What follows belongs to an exercise in optimizing a design on an open flow for small area and a short achievable clock period; a production flow would make more cautious choices. The RTL was checked by simulation tests, not by an equivalence proof against the original design.

===== flow/run.sh =====
#!/bin/bash
# synth_recipe.tcl (not shown) runs the flow's synth.tcl, then flattens the netlist and writes it again
# the make line also repeats each setting of config.mk as NAME=value (left out here)
make -C /OpenROAD-flow-scripts/flow DESIGN_CONFIG=/design/flow/config.mk WORK_HOME=/design/flow/orfs CLKGATE_MAP_FILE= SYNTH_SCRIPT=/design/flow/synth_recipe.tcl finish

===== flow/design.v =====
module bv_cp2 (
    input  wire        clk,
    input  wire        rst,         
    input  wire        issue,       
    input  wire [5:0]  op,          
    input  wire [23:0] ga,
    input  wire [23:0] gb,
    output reg         r1_valid,    
    output reg  [23:0] r1_data,
    output reg         r2_valid,    
    output reg  [23:0] r2_data,
    output reg         r1_ill       
);
    function [11:0] sat12(input signed [13:0] v);
        if (v > 14'sd2047)
            sat12 = 12'h7FF;
        else if (v < -14'sd2048)
            sat12 = 12'h800;
        else
            sat12 = v[11:0];
    endfunction
    function [23:0] sat24(input signed [31:0] v);
        if (v > 32'sd8388607)
            sat24 = 24'h7FFFFF;
        else if (v < -32'sd8388608)
            sat24 = 24'h800000;
        else
            sat24 = v[23:0];
    endfunction
    function [11:0] rnd12(input signed [24:0] p);
        reg signed [24:0] t;
        begin
            t = (p + 25'sd1024) >>> 11;
            rnd12 = sat12(t[13:0]);
        end
    endfunction
    wire signed [11:0] ai = ga[23:12];
    wire signed [11:0] aq = ga[11:0];
    wire signed [11:0] bi = gb[23:12];
    wire signed [11:0] bq = gb[11:0];
    reg signed [31:0] acc_re, acc_im;
    wire is_cmac  = issue && (op == 6'h07);
    wire is_cmacc = issue && (op == 6'h08);
    wire is_cclr  = issue && (op == 6'h09);
    wire is_cwrr  = issue && (op == 6'h10);
    wire is_cwri  = issue && (op == 6'h11);
    wire legal    = (op <= 6'h11);
    wire signed [13:0] add_i = ai + bi;
    wire signed [13:0] add_q = aq + bq;
    wire signed [13:0] sub_i = ai - bi;
    wire signed [13:0] sub_q = aq - bq;
    wire signed [13:0] neg_i = -ai;
    wire signed [13:0] neg_q = -aq;
    reg [23:0] d1_val;
    always @* begin
        case (op)
            6'h00: d1_val = {sat12(add_i), sat12(add_q)};
            6'h01: d1_val = {sat12(sub_i), sat12(sub_q)};
            6'h02: d1_val = {ai, sat12(neg_q)};
            default: begin
                case (gb[1:0])               
                    2'd0: d1_val = {ai, aq};
                    2'd1: d1_val = {sat12(neg_q), ai};
                    2'd2: d1_val = {sat12(neg_i), sat12(neg_q)};
                    default: d1_val = {aq, sat12(neg_i)};
                endcase
            end
        endcase
    end
    wire signed [23:0] p_ii = ai * bi;
    wire signed [23:0] p_qq = aq * bq;
    wire signed [23:0] p_iq = ai * bq;
    wire signed [23:0] p_qi = aq * bi;
    wire signed [24:0] mul_re  = p_ii - p_qq;        
    wire signed [24:0] mul_im  = p_iq + p_qi;
    wire signed [24:0] mulc_re = p_ii + p_qq;        
    wire signed [24:0] mulc_im = p_qi - p_iq;
    wire signed [23:0] sq_i = ai * ai;
    wire signed [23:0] sq_q = aq * aq;
    wire [24:0] pwr = sq_i + sq_q;
    reg [23:0] d2_val;
    always @* begin
        case (op)
            6'h03: d2_val = {rnd12(mul_re), rnd12(mul_im)};
            6'h04: d2_val = {rnd12(mulc_re), rnd12(mulc_im)};
            6'h06: d2_val = pwr[23:0];
            6'h0A: d2_val = sat24(acc_re);
            6'h0B: d2_val = sat24(acc_im);
            6'h0C: d2_val = {{16{acc_re[31]}}, acc_re[31:24]};
            6'h0D: d2_val = acc_re[23:0];
            6'h0E: d2_val = {{16{acc_im[31]}}, acc_im[31:24]};
            default: d2_val = acc_im[23:0];
        endcase
    end
    wire d1_op = (op <= 6'h02) || (op == 6'h05);
    wire d2_op = (op == 6'h03) || (op == 6'h04) || (op == 6'h06) ||
                 (op >= 6'h0A && op <= 6'h0F);
    reg        p2_valid;
    reg [23:0] p2_data;
    always @(posedge clk) begin
        if (rst) begin
            acc_re   <= 32'sd0;
            acc_im   <= 32'sd0;
            r1_valid <= 1'b0;
            r1_data  <= 24'd0;
            r1_ill   <= 1'b0;
            p2_valid <= 1'b0;
            p2_data  <= 24'd0;
            r2_valid <= 1'b0;
            r2_data  <= 24'd0;
        end else begin
            if (is_cmac) begin
                acc_re <= acc_re + {{7{mul_re[24]}}, mul_re};
                acc_im <= acc_im + {{7{mul_im[24]}}, mul_im};
            end else if (is_cmacc) begin
                acc_re <= acc_re + {{7{mulc_re[24]}}, mulc_re};
                acc_im <= acc_im + {{7{mulc_im[24]}}, mulc_im};
            end else if (is_cclr) begin
                acc_re <= 32'sd0;
                acc_im <= 32'sd0;
            end else if (is_cwrr) begin
                acc_re <= {gb[7:0], ga};
            end else if (is_cwri) begin
                acc_im <= {gb[7:0], ga};
            end
            r1_valid <= issue && d1_op;
            r1_ill   <= issue && !legal;
            if (issue && d1_op)
                r1_data <= d1_val;
            p2_valid <= issue && d2_op;
            if (issue && d2_op)
                p2_data <= d2_val;
            r2_valid <= p2_valid;
            r2_data  <= p2_data;
        end
    end
endmodule

===== flow/config.mk =====
export PLATFORM = sky130hd
export DESIGN_NAME = bv_cp2
export DESIGN_NICKNAME = bv_cp2
export VERILOG_FILES = /design/flow/design.v
export SDC_FILE = /design/flow/constraint.sdc
export NUM_CORES = 4
export LEC_CHECK = 0
export CAP_MARGIN = 20
export CORE_MARGIN = 2
export CORE_UTILIZATION = 30
export SLEW_MARGIN = 20

===== flow/constraint.sdc =====
create_clock -name core_clock -period 15.0 [get_ports {clk}]
set_input_delay 3.0000 -clock core_clock [delete_from_list [all_inputs] [get_ports {clk}]]
set_output_delay 3.0000 -clock core_clock [all_outputs]
set_load 0.01 [all_outputs]

==> results.sh <==
export IMPL_synthXorXnorAreaFrac=0.0610
export IMPL_ios=108
export IMPL_synth_area_mux_share=0.00573
export IMPL_core_area_um2=181000
export IMPL_syn_nets=8241
export IMPL_finalMaxSlewViolations=0
export IMPL_reg2reg_slack_ps=10230
export IMPL_synth_edf_count=0
export IMPL_grt_pass1_wl_um=309000
export IMPL_required_ps=15400
export IMPL_antenna_found_initial=23
export IMPL_synth_top_family_by_area="adder cells"
export IMPL_yosysWarnings=1
export IMPL_clk_latency_ps=520
export IMPL_fmax_mhz=72.6
export IMPL_wl_per_cell_um=22.5
export IMPL_drv_cap=0
export IMPL_ys_flop_type="dfxtp_1"
export IMPL_timing_rr_start="acc_im[1]$_SDFFE_PP0P_"
export IMPL_synthToLayoutAreaGrowth_pct=8.31
export IMPL_netlist_instances=6760
export IMPL_ys_ff_latch=140
export IMPL_synth_compound_area_share=0.167
export IMPL_outcome="finished clean"
export IMPL_clockRootBuffer="clkbuf_16"
export IMPL_rsz0062_at_grt="no"
export IMPL_dpl_worst_slack_ps=876
export IMPL_min_period_ps=13770
export IMPL_synthAdderAreaFrac=0.442
export IMPL_r2r_end="acc_im[29]$_SDFFE_PP0P_"
export IMPL_relSlewSlack=0.122
export IMPL_ctsHoldBuffers=0
export IMPL_clock_sink_count=140
export IMPL_grt_total_usage=0.220
export IMPL_mostFrequentLayoutCell="inv_1"
export IMPL_syn_avg_cell_area_um2=8.08
export IMPL_syn_area_um2=54600
export IMPL_final_setup_worst_slack_ps=1230
export IMPL_viasPerCell=5.30
export IMPL_vias=48300
export IMPL_layout_drive_gt1_share=0.0514
export IMPL_grt_remaining_overflow=0
export IMPL_setup_tns_ps=0
export IMPL_die_w_um=431
export IMPL_die_h_um=431
export IMPL_wl_um=205000
export IMPL_first_iter_violations=4629
export IMPL_worst_path_max_delay_cell="clkdlybuf4s50_1"
export IMPL_worst_pin_slew_ps=1310
export IMPL_rr_worst_depth=15
export IMPL_clock_tree_buffer_depth=2
export IMPL_crit_family="compound AO/OA/AOI/OAI gates"
export IMPL_slowest_delay_ps=930
export IMPL_yosysSeqAreaShare=0.0513
export IMPL_hpwl_um=169000
export IMPL_cts_buffers=17
export IMPL_fin_skew_ps=23.6
export IMPL_hold_path_end="p2_data[11]$_SDFFE_PP0P_"
export IMPL_setup_violations=0
export IMPL_ys_types=115
export IMPL_startpoint_type="input port"
export IMPL_crit_buf_inv=4
export IMPL_fill_cells=19000
export IMPL_worstSetupPathType="in2reg"
export IMPL_drcViolationCount=0
export IMPL_finalWeightedCongestion=0.975
export IMPL_firstDrtPassIters=7
export IMPL_hp_start="p2_data[11]$_SDFFE_PP0P_"
export IMPL_critPathMaxFanout=13
export IMPL_die_area_um2=186000
export IMPL_yosys_area_share_simple=0.167
export IMPL_min_path_cells=2
export IMPL_cp_end_kind="flip-flop"
export IMPL_fin_crit_sh=0.918
export IMPL_path_clk_slew_ps=80
export IMPL_h_tree_depth=4
export IMPL_cts_setup_buffers=0
export IMPL_fin_nets=8205
export IMPL_final_cell_mix="inv_1 (1198), fa_1 (846), nand2_1 (616), nor2_1 (579), ha_1 (578)"
export IMPL_tritoncts="yes"
export IMPL_antenna_left=0
export IMPL_hold_viol=0
export IMPL_cp_arrival_ps=14160
export IMPL_port_buffers=107
export IMPL_async_reset_ff_frac=0
export IMPL_start_util=0.302
export IMPL_grt_max_degree=59
export IMPL_rows=156
export IMPL_grt_pass1_vias=49000
export IMPL_min_path_type="reg2reg"
export IMPL_postCtsResizedCells=0
[state kept, by name, indices dropped and copies added (netlist names), 24 cells and up]
name	count
r1_data	24
p2_data	24
acc_re	32
r2_data	24
acc_im	32
[final cells by class]
class,instances,area [um^2],share of cell area
tap,2370,2970,0.0501
multi-input combinational,5099,46200,0.780
antenna,6,15.0,0.000254
timing repair buffer,256,2070,0.0350
clock buffer,17,425,0.00719
sequential,140,2800,0.0474
inverter,1210,4550,0.0768
clock inverter,15,189,0.00319
[through the flow]
step / cells / cell area [um^2] / hold WS (ps) / util
after floorplan: 6760 / 54600 / 414 / -
after global placement: 9074 / 58500 / 434 / 0.323
after detailed placement: 9075 / 58500 / 443 / 0.323
after CTS: 9107 / 59100 / 453 / 0.327
after global routing: 9110 / 59200 / 467 / 0.327
final: 9113 / 59200 / 447 / 0.327
[Yosys cell counts, types with 12 or more instances]
cell type,n,share of area
o21bai_1,62,0.0085
a2111oi_0,24,0.0038
o21ai_1,14,0.0013
nor3_1,105,0.0096
or3_1,54,0.0062
nor2_1,579,0.040
o21a_1,30,0.0041
o2111ai_1,13,0.0021
xnor2_1,265,0.042
nand2_1,616,0.042
mux2i_1,20,0.0037
clkbuf_1,249,0.017
a31oi_1,34,0.0039
inv_1,1198,0.082
o221ai_1,16,0.0026
o31ai_1,27,0.0037
buf_2,20,0.0018
a221oi_1,66,0.011
nand2b_1,69,0.0079
a22o_1,12,0.0019
nand4_1,28,0.0032
nor2b_1,70,0.0080
dfxtp_1,140,0.051
fa_1,846,0.31
a21o_1,97,0.013
and3_1,40,0.0046
o211ai_1,63,0.0087
a211oi_2,14,0.0032
or2_2,26,0.0030
buf_1,36,0.0025
nor4_1,30,0.0034
a311oi_1,12,0.0019
nand3_1,81,0.0074
a211oi_1,74,0.010
o22ai_1,14,0.0016
xor2_1,110,0.018
ha_1,578,0.13
o21ai_0,248,0.023
and2_1,171,0.020
a21oi_1,350,0.032
[how the worst max path moves through the flow]
| stage | end | cells after the start | startpoint |
|---|---|---|---|
| after floorplan | acc_im[29]$_SDFFE_PP0P_ | 43 | gb[1] |
| after global routing | acc_im[29]$_SDFFE_PP0P_ | 38 | gb[4] |
| after global placement | acc_im[29]$_SDFFE_PP0P_ | 38 | gb[3] |
| after detailed placement | acc_im[29]$_SDFFE_PP0P_ | 38 | gb[3] |
| final | acc_im[29]$_SDFFE_PP0P_ | 38 | gb[3] |
| after CTS | acc_im[29]$_SDFFE_PP0P_ | 38 | gb[3] |
[worst register-to-register path: stages (launching register included)]
cell       delay (ps)
dfxtp_1           540
ha_1              300
a21o_1            150
a21o_1            190
a21oi_1           210
o21ai_0           170
buf_4             190
o2111ai_1         370
a211oi_1          170
o31ai_1           540
nor2_1             90
a2111oi_0         760
nor2b_1           150
o41ai_1           340
xor2_1            100
a2111oi_0         380
[routing by layer]
metal  GRT usage  vias to the layer above  part of all wire
met5           0                        -           0.00045
met4       0.110                       14             0.059
met2       0.353                     1914              0.45
met3      0.0407                      409             0.081
met1       0.283                    24000              0.41
li1            -                    22000                 -
[logic make-up (layout without fill, tap and decap cells)]
kind of cell,count (synthesis),count (layout)
simple gates,1938,1938
buf+inv,1521,1498
fa+ha+maj,1424,1424
compound gates,1329,1329
xor+xnor,378,378
flops,140,140
mux,30,30
other cells,0,6

-- port drivers added, routing unchanged --
The flow's constraints put no driver on any port. The routed layout listed below was extracted and timed again, unchanged, in two steps. Step 1 assumes that a clkbuf_16 drives the clock port and a buf_2 every other input. Step 2 adds t to the input delays and takes it off the output delays; t is the mean of the earliest and latest rising clock arrival at the registers after step 1. Input paths then give back, and output paths get back, about the clock's delay inside the block. Three values: no drivers, after step 1, after step 2; two values: the first two.
t, ns: 0.557
setup WS [ns]: 1.234 / 1.258 / 0.701
worst setup path after step 2: input to register
latest minus earliest clock arrival (ns): 0.026 / 0.026
After both steps this run still meets setup and hold. For this run, drivers alone change the setup slack by +0.024 ns; drivers and shift together by -0.533 ns.
